Context: an optimization exercise on an open-source flow, tuned for small area, a short achievable clock period and few clock cycles per item. The choices shown serve that exercise and are no tape-out recipe. Only simulation tests tie the RTL to the original design; equivalence was not proved. Power is estimated from default activity; no workload was simulated.

==> run a: inputs <==
// vint_unit
module vint_unit (
    input  wire        clk,
    input  wire        rst,
    input  wire        in_valid,
    output wire        in_ready,
    input  wire [5:0]  in_func,
    input  wire        in_type,
    input  wire        in_zero,
    input  wire [3:0]  in_pred,
    input  wire [63:0] in_a,
    input  wire [63:0] in_b,
    input  wire [63:0] in_d,
    output reg         out_valid,
    output reg  [63:0] out_d,
    output reg  [3:0]  out_p,
    output reg         out_sat
);
    genvar i;
    function [7:0] pass_mask(input [5:0] f, input t, input [3:0] p);
        reg mul, hi;
        begin
            mul = (f == 6'h06) | (f == 6'h07) | (f == 6'h08);
            hi  = (f == 6'h07) | (f == 6'h08);
            if (!mul)
                pass_mask = 8'h00;
            else if (!t)
                pass_mask = {4'h0, p};
            else
                pass_mask = {p[1] & hi, {3{p[1]}}, p[0] & hi, {3{p[0]}}};
        end
    endfunction
    function [7:0] lowbit(input [7:0] m);
        lowbit = m & (~m + 8'd1);
    endfunction
    function [9:0] pass_ctl(input [7:0] c, input t, input sg);
        begin
            if (t)
                pass_ctl = {sg & (c[1] | c[3] | c[5] | c[7]),
                            sg & (c[2] | c[3] | c[6] | c[7]),
                            c[5] | c[7], c[4] | c[6], c[1] | c[3], c[0] | c[2],
                            c[6] | c[7], c[4] | c[5], c[2] | c[3], c[0] | c[1]};
            else
                pass_ctl = {sg, sg, c[3:0], c[3:0]};
  ...
==> flow/config.mk <==
export PLATFORM = sky130hd
export DESIGN_NAME = vint_unit
export DESIGN_NICKNAME = vint_unit
export VERILOG_FILES = /design/flow/design.v
export SDC_FILE = /design/flow/constraint.sdc
export NUM_CORES = 4
export LEC_CHECK = 0
export ABC_AREA = 1
export CAP_MARGIN = 20
export CORE_MARGIN = 2
export CORE_UTILIZATION = 45
export SLEW_MARGIN = 20
==> flow/constraint.sdc <==
create_clock -name core_clock -period 16.0 [get_ports {clk}]
set_input_delay 3.2000 -clock core_clock [delete_from_list [all_inputs] [get_ports {clk}]]
set_output_delay 3.2000 -clock core_clock [all_outputs]
set_load 0.01 [all_outputs]
standard.sh (not shown) runs the stock make flow with config.mk's settings and CLKGATE_MAP_FILE= SYNTH_SCRIPT=/design/flow/synth_recipe.tcl, a recipe that flattens the netlist after the stock synthesis.
==> flow/flow/run.sh <==
#!/bin/bash
# The standard layout, with timing repair aimed well below the (loose) clock
# period so that the achieved period is short.
set -euo pipefail
cd "$(dirname "$0")/.."
bash standard.sh SETUP_SLACK_MARGIN=${MARGIN:-11.6} finish > standard.log 2>&1
==> inputs of run b, as changes to run a <==
--- a/flow/design.v
+++ b/flow/design.v
@@ -895,12 +895,13 @@
     wire [3:0]  in_act = in_type ? {in_pred[1], in_pred[1], in_pred[0], in_pred[0]} : in_pred;
     wire [3:0]  i_negl = {4{i_neg}} & in_act;
     wire [3:0]  i_subl = {4{i_sub}} & in_act;
     wire [63:0] i_negm = {{16{i_negl[3]}}, {16{i_negl[2]}}, {16{i_negl[1]}}, {16{i_negl[0]}}};
     wire [63:0] i_subm = {{16{i_subl[3]}}, {16{i_subl[2]}}, {16{i_subl[1]}}, {16{i_subl[0]}}};
     reg        s1_first;      
+    reg [3:0]  s1_tl;         
     always @(posedge clk) begin
         if (en) begin
             s1_f   <= in_func;
             s1_t   <= in_type;
             s1_x   <= in_a ^ i_negm;
             s1_y   <= (in_b & ~i_negm) ^ i_subm;
@@ -909,12 +910,13 @@
         s1_p     <= in_pred;
         s1_d     <= in_d;
         s1_sub   <= i_subl;
         s1_neg   <= i_negl;
         s1_cin   <= {4{i_cin}} & in_act;
         s1_first <= en;
+        s1_tl    <= {4{in_type}} & in_act;
     end
     always @(posedge clk) begin
         if (rst) begin
             s1_v <= 1'b0;
             rdy  <= 1'b1;
             cur  <= 8'h00;
@@ -934,13 +936,13 @@
         end
     end
     wire [63:0] merged;
     wire [3:0]  pres;
     wire        sat_any;
     vint_alu u_alu (
-        .f(s1_f), .t(s1_t), .z(s1_z), .p(s1_p), .x(s1_x), .y(s1_y), .d(s1_d),
+        .f(s1_f), .t(s1_t), .tl(s1_tl), .z(s1_z), .p(s1_p), .x(s1_x), .y(s1_y), .d(s1_d),
         .op_sub(s1_sub), .op_neg(s1_neg), .cin(s1_cin),
         .merged(merged), .pres(pres), .sat_any(sat_any)
     );
     wire        t    = s1_t;
     wire        m_hi = (s1_f == 6'h07) | (s1_f == 6'h08);    
     wire [3:0]  ca   = mctl[3:0];
@@ -956,38 +958,30 @@
     wire [3:0] act  = t ? {s1_p[1], s1_p[1], s1_p[0], s1_p[0]} : s1_p;
     wire [3:0] wr_f = t ? {cur[6] | cur[7], cur[4] | cur[7], cur[2] | cur[3], cur[0] | cur[3]}
                         : cur[3:0];                        
     wire [3:0] hsel = t ? {cur[7], 1'b0, cur[3], 1'b0} : {4{m_hi}};   
     wire       acc_sh   = t & (cur[1] | cur[3] | cur[5] | cur[7]);   
     wire       acc_full = t & (cur[2] | cur[6]);                     
-    wire [3:0] mfield   = (cur != 8'h00) ? act : 4'b0000;   
-    wire [3:0] ld_m     = {4{s1_v & s1_first}} & ~mfield;   
     reg        s2_v;
     reg [63:0] s2_merged;
     reg [3:0]  s2_p;
     reg        s2_sat;
     reg [35:0] s2_r0, s2_r1;
-    reg [3:0]  s2_wr, s2_hsel, s2_ldm;
-    reg        s2_acc_sh, s2_acc_full;
+    reg [3:0]  s2_wr, s2_hsel;
     always @(posedge clk) begin
         if (rst) s2_v <= 1'b0;
         else     s2_v <= s1_v & en;
-        s2_merged   <= merged;
         s2_p        <= pres;
         s2_sat      <= sat_any;
         s2_r0       <= mr0;
         s2_r1       <= mr1;
         s2_wr       <= wr_f;
         s2_hsel     <= hsel;
-        s2_ldm      <= ld_m & ~wr_f;
-        s2_acc_sh   <= acc_sh;
-        s2_acc_full <= acc_full;
     end
     reg  [35:0] acc;
-    wire [35:0] acc_in = ({36{s2_acc_sh}} & {{16{acc[35]}}, acc[35:16]}) |
-                         ({36{s2_acc_full}} & acc);
+    wire [35:0] acc_in = acc;
     wire [35:0] cs_s = s2_r0 ^ s2_r1 ^ acc_in;
     wire [35:0] cs_c = {(s2_r0[34:0] & s2_r1[34:0]) | (s2_r0[34:0] & acc_in[34:0]) |
                         (s2_r1[34:0] & acc_in[34:0]), 1'b0};
     wire [35:0] mp = cs_s ^ cs_c;
     wire [35:0] mg = cs_s & cs_c;
     wire [35:0] MG [0:6];
@@ -1007,32 +1001,36 @@
                 end
             end
         end
     endgenerate
     wire [35:0] msum = mp ^ {MG[6][34:0], 1'b0};
     always @(posedge clk) begin
-        acc <= msum;
+        acc <= ({36{acc_sh}} & {{16{msum[35]}}, msum[35:16]}) |
+               ({36{acc_full}} & msum);
         if (rst) out_valid <= 1'b0;
         else     out_valid <= s2_v;
         out_p   <= s2_p;
         out_sat <= s2_sat;
     end
     generate
         for (i = 0; i < 4; i = i + 1) begin : g_out
+            wire [15:0] mres = s2_hsel[i] ? msum[31:16] : msum[15:0];
             always @(posedge clk) begin
-                if (s2_wr[i])
-                    out_d[16*i +: 16] <= s2_hsel[i] ? msum[31:16] : msum[15:0];
-                else if (s2_ldm[i])
-                    out_d[16*i +: 16] <= s2_merged[16*i +: 16];
+                if (s1_first)
+                    s2_merged[16*i +: 16] <= merged[16*i +: 16];
+                else if (s2_wr[i])
+                    s2_merged[16*i +: 16] <= mres;
+                out_d[16*i +: 16] <= s2_wr[i] ? mres : s2_merged[16*i +: 16];
             end
         end
     endgenerate
 endmodule
 module vint_alu (
     input  wire [5:0]  f,
     input  wire        t,
+    input  wire [3:0]  tl,        
     input  wire        z,
     input  wire [3:0]  p,
     input  wire [63:0] x,
     input  wire [63:0] y,
     input  wire [63:0] d,
     input  wire [3:0]  op_sub,    
@@ -1078,14 +1076,14 @@
     wire [63:0] s;
     wire [3:0]  cm;      
     wire [3:0]  co;      
     generate
         for (h = 0; h < 2; h = h + 1) begin : g_add
             wire        ci = cin[2*h];
-            wire        gs = ~t & cin[2*h+1];    
-            wire        ps = t;                  
+            wire        gs = ~tl[2*h+1] & cin[2*h+1];    
+            wire        ps = tl[2*h+1];                  
             wire [32:0] pp = {pb[32*h+16 +: 16], ps, pb[32*h +: 16]};
             wire [32:0] gg = {gb[32*h+16 +: 16], gs, gb[32*h +: 16]};
             wire [32:0] G [0:6];
             wire [32:0] P [0:6];
             assign G[0] = gg | {32'd0, pp[0] & ci};
             assign P[0] = pp;
@@ -1116,19 +1114,20 @@
             assign sa[i]   = a[16*i+15];
             assign sx[i]   = x[16*i+15];
             assign sy[i]   = y[16*i+15];
             assign eq16[i] = &pb[16*i +: 16];    
         end
     endgenerate
-    wire [3:0] e_sa  = t ? {sa[3], sa[3], sa[1], sa[1]} : sa;
-    wire [3:0] e_sx  = t ? {sx[3], sx[3], sx[1], sx[1]} : sx;
-    wire [3:0] e_sy  = t ? {sy[3], sy[3], sy[1], sy[1]} : sy;
-    wire [3:0] e_cm  = t ? {cm[3], cm[3], cm[1], cm[1]} : cm;
-    wire [3:0] e_eq  = t ? {{2{eq16[3] & eq16[2]}}, {2{eq16[1] & eq16[0]}}} : eq16;
+    wire [3:0] e_sa = {sa[3], tl[2] ? sa[3] : sa[2], sa[1], tl[0] ? sa[1] : sa[0]};
+    wire [3:0] e_sx = {sx[3], tl[2] ? sx[3] : sx[2], sx[1], tl[0] ? sx[1] : sx[0]};
+    wire [3:0] e_sy = {sy[3], tl[2] ? sy[3] : sy[2], sy[1], tl[0] ? sy[1] : sy[0]};
+    wire [3:0] e_cm = {cm[3], tl[2] ? cm[3] : cm[2], cm[1], tl[0] ? cm[1] : cm[0]};
+    wire [3:0] e_eq  = {tl[3] ? eq16[3] & eq16[2] : eq16[3], tl[2] ? eq16[3] & eq16[2] : eq16[2],
+                        tl[1] ? eq16[1] & eq16[0] : eq16[1], tl[0] ? eq16[1] & eq16[0] : eq16[0]};
     wire [3:0] eqs   = ~(e_sx ^ e_sy);
-    wire [3:0] top   = t ? 4'b1010 : 4'b1111;    
+    wire [3:0] top   = {1'b1, ~tl[2], 1'b1, ~tl[0]};    
     wire [3:0] co0  = eqs & e_sx;
     wire [3:0] co1  = ~eqs | e_sx;
     wire [3:0] ovf0 = eqs & e_sx;
     wire [3:0] ovf1 = eqs & ~e_sx;
     wire [3:0] lts0 = ~eqs | e_sx;
     wire [3:0] lts1 = eqs & e_sx;
@@ -1136,36 +1135,36 @@
     wire [3:0] ltu1 = ~co1;
     wire [3:0]  fill = {4{f_sar}} & e_sa;
     wire [63:0] shres;
     wire [63:0] rotv;
     generate
         for (L = 0; L < 4; L = L + 1) begin : g_sh
-            wire [4:0]  n   = t ? {y[32*(L/2) + 4], y[32*(L/2) +: 4]} : {1'b0, y[16*L +: 4]};
+            wire [4:0]  n   = tl[L] ? {y[32*(L/2) + 4], y[32*(L/2) +: 4]} : {1'b0, y[16*L +: 4]};
             wire [3:0]  rl  = f_shl ? n[3:0] : (4'd0 - n[3:0]);
             wire [15:0] x0  = x[16*L +: 16];
             wire [15:0] x1  = rl[0] ? {x0[14:0], x0[15]}    : x0;
             wire [15:0] x2  = rl[1] ? {x1[13:0], x1[15:14]} : x1;
             wire [15:0] x3  = rl[2] ? {x2[11:0], x2[15:12]} : x2;
             wire [15:0] x4  = rl[3] ? {x3[7:0],  x3[15:8]}  : x3;
             assign rotv[16*L +: 16] = x4;
         end
         for (L = 0; L < 4; L = L + 1) begin : g_shsel
-            wire [4:0]  n   = t ? {y[32*(L/2) + 4], y[32*(L/2) +: 4]} : {1'b0, y[16*L +: 4]};
+            wire [4:0]  n   = tl[L] ? {y[32*(L/2) + 4], y[32*(L/2) +: 4]} : {1'b0, y[16*L +: 4]};
             wire        hi  = (L % 2 == 1);
-            wire        big = t & n[4];
+            wire        big = tl[L] & n[4];
             wire [15:0] th, thr;
             for (j = 0; j < 16; j = j + 1) begin : g_th
                 assign th[j]      = (n[3:0] <= j);
                 assign thr[15-j]  = (n[3:0] <= j);
             end
             wire [15:0] k = f_shl ? th : thr;
             wire xo = !big;
             wire xp = big & (f_shl ? hi : !hi);
             wire xz = big & (f_shl ? !hi : hi);
-            wire yp = t & !big & (f_shl ? hi : !hi);
-            wire yf = !(t & f_shl & !hi) & !yp;
+            wire yp = tl[L] & !big & (f_shl ? hi : !hi);
+            wire yf = !(tl[L] & f_shl & !hi) & !yp;
             wire [15:0] ro = rotv[16*L +: 16];
             wire [15:0] rp = rotv[16*(L^1) +: 16];
             wire [15:0] sel_o = k & {16{xo}};
             wire [15:0] sel_p = (k & {16{xp}}) | (~k & {16{yp}});
             wire [15:0] sel_f = ((k & {16{xz}}) | (~k & {16{yf}})) & {16{fill[L]}};
             assign shres[16*L +: 16] = (sel_o & ro) | (sel_p & rp) | sel_f;
@@ -1176,17 +1175,17 @@
     wire l_g = f_and | f_or | f_andn;
     wire l_p = f_or | f_xor;
     wire is_shift = f_shl | f_shr | f_sar;
     wire [63:0] early_res = ({64{l_g}} & gb) | ({64{l_p}} & pb) | ({64{is_shift}} & shres);
     wire [63:0] avg;
     assign avg[14:0]  = s[15:1];
-    assign avg[15]    = t ? s[16] : co[0];
+    assign avg[15]    = tl[0] ? s[16] : co[0];
     assign avg[30:16] = s[31:17];
     assign avg[31]    = co[1];
     assign avg[46:32] = s[47:33];
-    assign avg[47]    = t ? s[48] : co[2];
+    assign avg[47]    = tl[2] ? s[48] : co[2];
     assign avg[62:48] = s[63:49];
     assign avg[63]    = co[3];
     wire [3:0] ps_all = {4{f_add | f_sub | f_neg}} | ({4{f_abs}} & e_sa);
     wire [3:0] ps0 = wr & (ps_all | ({4{f_adds | f_subs}} & ~ovf0) |
                             ({4{f_addus}} & ~co0) | ({4{f_subus}} & co0));
     wire [3:0] ps1 = wr & (ps_all | ({4{f_adds | f_subs}} & ~ovf1) |
==> flow/flow/run.sh (replaced) <==
#!/bin/bash
# The standard layout, with timing repair aimed well below the (loose) clock
# period so that the achieved period is short.
set -euo pipefail
cd "$(dirname "$0")/.."
bash standard.sh SETUP_SLACK_MARGIN=${MARGIN:-11.7} "BUFFER_PORTS_ARGS=-buffer_cell sky130_fd_sc_hd__buf_1" finish > standard.log 2>&1
==> comparison <==
In run a the global-route usage is higher than in run b, by 1.1 points.
Sequential power is about the same in run a and run b.
Between run b and run a, the lower non-clock buffer count is in run a (gap 85).
Between run a and run b, the lower count of clock-buffer cells in the layout is in run b (gap 2).
Between run a and run b, the lower area after synthesis is in run b (gap about 2.1%, measured against run b).
In run a the cell area is larger than in run b, by 1.8%.
==> figures <==
Number of nets in the synthesized netlist: run b 6,413; run a 6,411
Share of cell area taken by flip-flops and latches: run b 23.48%; run a 24.44%
Worst-case clock skew: run b 0.02451 ns; run a 0.03456 ns
Area of the multi-input gates: run b 27,510 um^2; run a 26,720 um^2
Placer Congestion: run b 1.056; run a 1.038
Layout Utilization: run b 53.05%; run a 52.48%
Logic depth of the worst path, buffers included: run b 1; run a 12
Post-route design area: run b 47,900 um^2; run a 48,760 um^2
Num CTS Buffers: run b 57; run a 54
Synth area leader: run b sky130_fd_sc_hd__dfxtp_1; run a sky130_fd_sc_hd__edfxtp_1
Status: run b no timing/DRC/antenna violations; run a no timing/DRC/antenna violations
Worst setup slack for register-to-register paths: run b 11.72 ns; run a 11.49 ns
Area of the mapped netlist: run b 41,150 um^2; run a 42,030 um^2
Fillcell total: run b 9,099; run a 9,349
Testbench counts of run a, summed over its fixed seeds: cycles 20,548, items 16,000.
Testbench counts of run b, summed over its fixed seeds: cycles 20,548, items 16,000.

-- re-timing with driven ports --
How much do the figures lean on ideal ports? The routed layouts below were timed once more, with nothing changed but the port constraints.
Step 1: set_driving_cell puts a clkbuf_16 on clk and a buf_2 on each other input, an assumption about the parent block.
Step 2 times the ports against the registers' clock, not the clock port: input delays grow and output delays shrink by t, the midpoint of the rising clock arrivals with the driver on.
Three values: ideal, step 1, step 2; two values: the first two.
| run | t (ns) | slack for setup (ns) | pins driven straight from the clock port |
|---|---|---|---|
| run a | 0.744 | 11.492 / 11.467 / 10.969 | 1 |
| run b | 0.738 | 11.662 / 11.588 / 11.026 | 1 |
After both steps every run listed still meets setup and hold. For run b, which loses most, drivers alone change the setup slack by -0.074 ns; drivers and shift together by -0.636 ns.
